What follows belongs to an exercise in optimizing a design on an open flow for small area, a short achievable clock period and few clock cycles per item; a production flow would make more cautious choices. In this exercise RTL edits were held to simulation tests only and were not proved equivalent to the original.

==> inputs of exp/quartz <==
Design fp8_dot_exact, start of the top module:
module fp8_dot_exact #(
    parameter LANES = 8
) (
    input  wire                 clk,
    input  wire                 rst,
    input  wire                 in_valid,
    output wire                 in_ready,
    input  wire                 in_last,
    input  wire                 a_e5,
    input  wire                 b_e5,
    input  wire [8*LANES-1:0]   a,
    input  wire [8*LANES-1:0]   b,
    input  wire [2:0]           out_fmt,
    input  wire [1:0]           rnd_mode,
    input  wire                 sat,
    input  wire [31:0]          rword,
    output wire                 out_valid,
    output wire [31:0]          out_data
);
Settings: LEC_CHECK=0, CAP_MARGIN=20, CORE_MARGIN=2, CORE_UTILIZATION=40, SLEW_MARGIN=20; clock period 25.0 ns.
run.sh (not shown) runs the stock make flow with config.mk's settings and CLKGATE_MAP_FILE= SYNTH_SCRIPT=/design/flow/synth_recipe.tcl, a recipe that flattens the netlist after the stock synthesis.
==> exp/violet: changes against exp/quartz <==
--- a/flow/design.v
+++ b/flow/design.v
@@ -25,39 +25,46 @@
     input  wire       a_e5,
     input  wire [7:0] b,
     input  wire       b_e5,
     input  wire       kill,
     output wire [3:0] ma,
     output wire [3:0] mb,
-    output wire [5:0] psh,
+    output wire [4:0] sha,
+    output wire [4:0] shb,
     output wire       neg,
     output wire       nan,
-    output wire       pinf,
-    output wire       ninf
+    output wire       inf
 );
     wire       za, zb, ia, ib, na, nb;
-    wire [4:0] sha, shb;
     fp8_decode dec_a (.x(a), .e5(a_e5), .kill(kill), .mant(ma), .sh(sha),
                       .is_zero(za), .is_inf(ia), .is_nan(na));
     fp8_decode dec_b (.x(b), .e5(b_e5), .kill(kill), .mant(mb), .sh(shb),
                       .is_zero(zb), .is_inf(ib), .is_nan(nb));
     assign neg  = a[7] ^ b[7];
-    assign psh  = sha + shb;
     wire   nn   = na | nb | (ia & zb) | (ib & za);
     assign nan  = nn & ~kill;
-    assign pinf = ~nn & (ia | ib) & ~neg & ~kill;
-    assign ninf = ~nn & (ia | ib) & neg & ~kill;
+    assign inf  = ~nn & (ia | ib) & ~kill;
 endmodule
 module fp8_mul_lane (
     input  wire [3:0]  ma,
     input  wire [3:0]  mb,
-    input  wire [5:0]  psh,      
+    input  wire [4:0]  sha,
+    input  wire [4:0]  shb,
     input  wire        neg,
     output wire [64:0] row
 );
-    wire [7:0] pm = ma * mb;
+    wire [5:0] psh = sha + shb;    
+    wire [7:0] q0 = {4'd0, ma & {4{mb[0]}}};
+    wire [7:0] q1 = {3'd0, ma & {4{mb[1]}}, 1'd0};
+    wire [7:0] q2 = {2'd0, ma & {4{mb[2]}}, 2'd0};
+    wire [7:0] q3 = {1'd0, ma & {4{mb[3]}}, 3'd0};
+    wire [7:0] u1 = q0 ^ q1 ^ q2;
+    wire [7:0] v1 = {((q0 & q1) | (q0 & q2) | (q1 & q2)), 1'b0};
+    wire [7:0] u2 = u1 ^ v1 ^ q3;
+    wire [7:0] v2 = {((u1 & v1) | (u1 & q3) | (v1 & q3)), 1'b0};
+    wire [7:0] pm = u2 + v2;
     wire [14:0] f0 = {{7{neg}}, pm ^ {8{neg}}};
     wire [14:0] f1 = psh[0] ? {f0[13:0], neg} : f0;
     wire [14:0] f2 = psh[1] ? {f1[12:0], {2{neg}}} : f1;
     wire [14:0] f3 = psh[2] ? {f2[10:0], {4{neg}}} : f2;
     wire [7:0]  dh;
     wire [71:0] full;
@@ -93,12 +100,13 @@
     input  wire        sat,
     input  wire [31:0] rword,
     output reg         out_v,
     output reg  [31:0] res
 );
     wire        s = acc[88];
+    wire [87:0] G = acc[87:0] ^ {88{s}};
     wire [87:0] D = acc[87:0] ^ acc[88:1];
     wire [127:0] gp = {40'd0, D};
     wire [63:0]  v1;  wire [63:0]  p1;
     wire [31:0]  v2;  wire [63:0]  p2;
     wire [15:0]  v3;  wire [47:0]  p3;
     wire [7:0]   v4;  wire [31:0]  p4;
@@ -155,13 +163,13 @@
     wire       lbig = L > EM;
     wire [6:0] sa   = lbig ? (L + {2'd0, SA}) : (EM + {2'd0, SA});
     wire [7:0] eb   = lbig ? ({1'b0, L} + EB) : ({1'b0, EM} + EB);    
     wire sticky = ({1'b0, tz} + 8'd55) < {1'b0, sa};
     reg        a_v, a_s, a_zero, a_nan, a_inf, a_ineg, a_ovinf, a_sticky;
     reg        a_rne, a_sr;
-    reg [87:0] a_f;
+    reg [87:0] a_g;
     reg [6:0]  a_sa;
     reg [7:0]  a_eb;
     reg [31:0] a_rword;
     reg [2:0]  a_fmt;
     always @(posedge clk) begin
         a_v      <= in_v & ~rst;
@@ -171,41 +179,44 @@
         a_inf    <= f_pinf | f_ninf;
         a_ineg   <= f_ninf;
         a_ovinf  <= ~sat & (mode != 2'd1);
         a_sticky <= sticky;
         a_rne    <= (mode == 2'd0);
         a_sr     <= (mode == 2'd2);
-        a_f      <= acc[87:0];
+        a_g      <= G;
         a_sa     <= sa;
         a_eb     <= eb;
         a_rword  <= rword;
         a_fmt    <= fmt;
     end
-    wire [142:0] X  = {a_f, 55'd0};
+    wire [142:0] X  = {a_g, {55{a_s}}};
     wire [120:0] x6 = a_sa[6] ? {42'd0, X[142:64]} : X[120:0];
     wire [88:0]  x5 = a_sa[5] ? x6[120:32] : x6[88:0];
     wire [72:0]  x4 = a_sa[4] ? x5[88:16] : x5[72:0];
     wire [64:0]  x3 = a_sa[3] ? x4[72:8] : x4[64:0];
     wire [60:0]  x2 = a_sa[2] ? x3[64:4] : x3[60:0];
     wire [58:0]  x1 = a_sa[1] ? x2[60:2] : x2[58:0];
-    wire [56:0]  W  = (a_sa[0] ? x1[57:1] : x1[56:0]) ^ {57{a_s}};
+    wire [56:0]  W  = a_sa[0] ? x1[57:1] : x1[56:0];
     wire [24:0]  m_raw = W[56:32];
     wire [31:0]  cut   = W[31:0];
-    wire cin = a_s & ~a_sticky;
-    wire [31:0] radd = a_rne ? ((a_sticky | m_raw[0]) ? 32'h8000_0000 : 32'h7FFF_FFFF)
-                     : a_sr  ? a_rword : 32'd0;
-    wire inc_hi;
-    bk_add #(.N(32)) rnd (.a(cut), .b(radd), .cin(cin), .y(), .cout(inc_hi));
-    wire [31:0] g32 = a_f[31:0] ^ {32{a_s}};
-    wire [31:0] srs;
-    wire        srco;
-    bk_add #(.N(32)) sradd (.a(g32), .b(a_rword), .cin(a_s), .y(srs), .cout(srco));
-    wire [32:0] cv     = {srco, srs ^ g32 ^ a_rword};       
-    wire [63:0] cvt    = {8'd0, cv[32:1], 24'd0};           
+    wire cin    = a_s & ~a_sticky;
+    wire lo_any = |cut[30:0];
+    wire lo_all = &cut[30:0];
+    wire co     = cin & cut[31] & lo_all;
+    wire half   = (cut[31] & ~lo_any & ~cin) | (~cut[31] & lo_all & cin);
+    wire up_rne = (cut[31] & (lo_any | cin)) | ((a_sticky | m_raw[0]) & half);
+    wire up_sr;
+    bk_add #(.N(32)) rnd (.a(cut), .b(a_rword), .cin(cin), .y(), .cout(up_sr));
+    wire inc_hi = a_rne ? up_rne : a_sr ? up_sr : co;
+    wire [4:0]  ct     = a_sa[4:0] - 5'd24;                 
+    wire [31:0] cmask  = ~(32'hFFFF_FFFE << ct);           
+    wire        inc_lo;
+    bk_add #(.N(32)) sradd (.a(a_g[31:0] | ~cmask), .b(a_rword & cmask), .cin(a_s),
+                            .y(), .cout(inc_lo));
     wire        use_lo = a_sr & (a_sa >= 7'd24) & (a_sa <= 7'd55);
-    wire        inc    = use_lo ? cvt[a_sa[5:0]] : inc_hi;
+    wire        inc    = use_lo ? inc_lo : inc_hi;
     reg        b_v, b_s, b_zero, b_nan, b_inf, b_ineg, b_ovinf, b_inc;
     reg [24:0] b_m;
     reg [7:0]  b_eb;
     reg [2:0]  b_fmt;
     always @(posedge clk) begin
         b_v     <= a_v & ~rst;
@@ -296,55 +307,57 @@
     input  wire [31:0]          rword,
     output wire                 out_valid,
     output wire [31:0]          out_data
 );
     assign in_ready = 1'b1;
     wire [4*LANES-1:0] d_ma, d_mb;
-    wire [6*LANES-1:0] d_psh;
-    wire [LANES-1:0]   d_neg, d_nan, d_pinf, d_ninf;
+    wire [5*LANES-1:0] d_sha, d_shb;
+    wire [LANES-1:0]   d_neg, d_nan, d_inf;
     genvar g;
     generate
         for (g = 0; g < LANES; g = g + 1) begin : ldec
             fp8_lane_dec dec (
                 .a(a[8*g +: 8]), .a_e5(a_e5), .b(b[8*g +: 8]), .b_e5(b_e5),
                 .kill(~in_valid),
-                .ma(d_ma[4*g +: 4]), .mb(d_mb[4*g +: 4]), .psh(d_psh[6*g +: 6]),
-                .neg(d_neg[g]), .nan(d_nan[g]), .pinf(d_pinf[g]), .ninf(d_ninf[g])
+                .ma(d_ma[4*g +: 4]), .mb(d_mb[4*g +: 4]),
+                .sha(d_sha[5*g +: 5]), .shb(d_shb[5*g +: 5]),
+                .neg(d_neg[g]), .nan(d_nan[g]), .inf(d_inf[g])
             );
         end
     endgenerate
     reg                r0_v, r0_last;
     reg [4*LANES-1:0]  r0_ma, r0_mb;
-    reg [6*LANES-1:0]  r0_psh;
-    reg [LANES-1:0]    r0_neg;
-    reg                r0_nan, r0_pinf, r0_ninf;
+    reg [5*LANES-1:0]  r0_sha, r0_shb;
+    reg [LANES-1:0]    r0_neg, r0_inf;
+    reg                r0_nan;
     reg [2:0]          r0_fmt;
     reg [1:0]          r0_mode;
     reg                r0_sat;
     reg [31:0]         r0_rword;
     always @(posedge clk) begin
         r0_v     <= in_valid & ~rst;
         r0_last  <= in_last;
         r0_ma    <= d_ma;
         r0_mb    <= d_mb;
-        r0_psh   <= d_psh;
+        r0_sha   <= d_sha;
+        r0_shb   <= d_shb;
         r0_neg   <= d_neg;
+        r0_inf   <= d_inf;
         r0_nan   <= |d_nan;
-        r0_pinf  <= |d_pinf;
-        r0_ninf  <= |d_ninf;
         r0_fmt   <= out_fmt;
         r0_mode  <= rnd_mode;
         r0_sat   <= sat;
         r0_rword <= rword;
     end
     wire [65*LANES-1:0] rows;
     wire [LANES-1:0]    l_neg = r0_neg;
     generate
         for (g = 0; g < LANES; g = g + 1) begin : lane
             fp8_mul_lane mul (
-                .ma(r0_ma[4*g +: 4]), .mb(r0_mb[4*g +: 4]), .psh(r0_psh[6*g +: 6]),
+                .ma(r0_ma[4*g +: 4]), .mb(r0_mb[4*g +: 4]),
+                .sha(r0_sha[5*g +: 5]), .shb(r0_shb[5*g +: 5]),
                 .neg(r0_neg[g]), .row(rows[65*g +: 65])
             );
         end
     endgenerate
     reg [3:0] nneg;
     integer k;
@@ -371,47 +384,50 @@
     wire [67:0] s3 = s0 ^ c0 ^ s1;
     wire [67:0] c3 = {((s0 & c0) | (s0 & s1) | (c0 & s1)), 1'b0};
     wire [67:0] s4 = c1 ^ s2 ^ c2;
     wire [67:0] c4 = {((c1 & s2) | (c1 & c2) | (s2 & c2)), 1'b0};
     wire [67:0] s5 = s3 ^ c3 ^ s4;
     wire [67:0] c5 = {((s3 & c3) | (s3 & s4) | (c3 & s4)), 1'b0};
-    wire [67:0] s6 = s5 ^ c5 ^ c4;
-    wire [67:0] c6 = {((s5 & c5) | (s5 & c4) | (c5 & c4)), 1'b0};
     reg        r1_v, r1_last;
-    reg [67:0] r1_s, r1_c;
+    reg [67:0] r1_s, r1_c, r1_d;
     reg        r1_nan, r1_pinf, r1_ninf;
     reg [2:0]  r1_fmt;
     reg [1:0]  r1_mode;
     reg        r1_sat;
     reg [31:0] r1_rword;
     always @(posedge clk) begin
         r1_v     <= r0_v & ~rst;
         r1_last  <= r0_last;
-        r1_s     <= s6;
-        r1_c     <= c6;
+        r1_s     <= s5;
+        r1_c     <= c5;
+        r1_d     <= c4;
         r1_nan   <= r0_nan;
-        r1_pinf  <= r0_pinf;
-        r1_ninf  <= r0_ninf;
+        r1_pinf  <= |(r0_inf & ~r0_neg);
+        r1_ninf  <= |(r0_inf & r0_neg);
         r1_fmt   <= r0_fmt;
         r1_mode  <= r0_mode;
         r1_sat   <= r0_sat;
         r1_rword <= r0_rword;
     end
     reg        fresh;
     reg [88:0] acc;
     reg        f_nan, f_pinf, f_ninf;
     wire [88:0] acc_in = fresh ? 89'd0 : acc;
     wire [88:0] ys = {21'd0, r1_s};
     wire [88:0] yc = {21'd0, r1_c};
+    wire [88:0] yd = {21'd0, r1_d};
     wire [88:0] t1s = acc_in ^ ys ^ yc;
     wire [88:0] t1c = {((acc_in & ys) | (acc_in & yc) | (ys & yc)), 1'b0};
-    wire [88:0] kk  = {22'h3FFFFF, 67'd0};
-    wire [88:0] t2s = t1s ^ t1c ^ kk;
-    wire [88:0] t2c = {((t1s & t1c) | (t1s & kk) | (t1c & kk)), 1'b0};
+    wire [88:0] t2s = t1s ^ t1c ^ yd;
+    wire [88:0] t2c = {((t1s & t1c) | (t1s & yd) | (t1c & yd)), 1'b0};
+    wire [21:0] k3s = ~(t2s[88:67] ^ t2c[88:67]);
+    wire [21:0] k3c = t2s[88:67] | t2c[88:67];
+    wire [88:0] t3s = {k3s, t2s[66:0]};
+    wire [88:0] t3c = {k3c[20:0], 1'b0, t2c[66:0]};
     wire [88:0] acc_next;
-    bk_add #(.N(89)) add (.a(t2s), .b(t2c), .cin(1'b0), .y(acc_next), .cout());
+    bk_add #(.N(89)) add (.a(t3s), .b(t3c), .cin(1'b0), .y(acc_next), .cout());
     reg        fin_v;
     reg [2:0]  fin_fmt;
     reg [1:0]  fin_mode;
     reg        fin_sat;
     reg [31:0] fin_rword;
     always @(posedge clk) begin
CORE_UTILIZATION = 65   (was 40)
PLACE_DENSITY = 0.75   (was unset)
==> key figures <==
Synth
  – Synthesized area per cell: around 9.3 um^2
  – Post-synthesis mux area share: approximately 8.4%

Layout
  – Count of non-CTS buffers in the layout: 276
  – Utilization after layout: between 70% and 80%

Route
  – M1 WL: 81.2 mm

Critical path
  – Worst path max stage delay: about 930 ps
  – Worst path top cell family by delay: simple AND/OR/NAND/NOR gates

Floorplan
  – Initial core utilization: about 65%
  – Tapcells: ~1,300

STA
  – Period utilisation layout: about 29%

Outcome
  – Outcome: complete, no violations

Clock network
  – CTS Sinks: between 700 and 800
That was exp/violet.
==> key figures <==
Floorplan
  – Initial core utilization: between 40% and 50%

Layout
  – Utilization after layout: 44.4%
  – Count of non-CTS buffers in the layout: about 270

Synth
  – Synthesized area per cell: 8.67 um^2
  – Post-synthesis mux area share: around 7.4%

Place
  – Final Wtd Congestion: between 1 and 1.5

STA
  – Period utilisation layout: between 20% and 30%

Outcome
  – Outcome: complete, no violations

Critical path
  – Reg-to-Reg Start: r0_ma[4]$_SDFF_PP0_
  – Worst path max stage delay: approximately 900 ps
That was exp/quartz.
Testbench counts of exp/quartz, summed over its fixed seeds: cycles 36,788, beats 36,740.
Testbench counts of exp/violet, summed over its fixed seeds: cycles 36,788, beats 36,740.

## static timing again, ports no longer ideal
In the flow no input, the clock included, has a driving cell. The finished layouts below were timed again as built, in two steps.
Step 1 (the two cells are an assumption about what drives the block):
set clk [get_ports {clk}]
set_driving_cell -lib_cell sky130_fd_sc_hd__clkbuf_16 $clk
set_driving_cell -lib_cell sky130_fd_sc_hd__buf_2 [delete_from_list [all_inputs] $clk]
Step 2 also shifts input and output timing later by t, the mid clock arrival at the registers, as if the neighbouring blocks saw the same clock.
Slacks: ideal ports / drivers / drivers and shift; pairs: ideal ports / drivers.
| run | t (ns) | setup WS [ns] | worst setup path after step 2 |
|---|---|---|---|
| exp/quartz | 0.792 | 17.927 / 17.927 / 17.421 | input to register |
| exp/violet | 0.776 | 17.728 / 17.728 / 17.319 | input to register |
After both steps every run listed still meets setup and hold. For exp/quartz, which loses most, drivers alone change the setup slack by 0.000 ns; drivers and shift together by -0.506 ns.
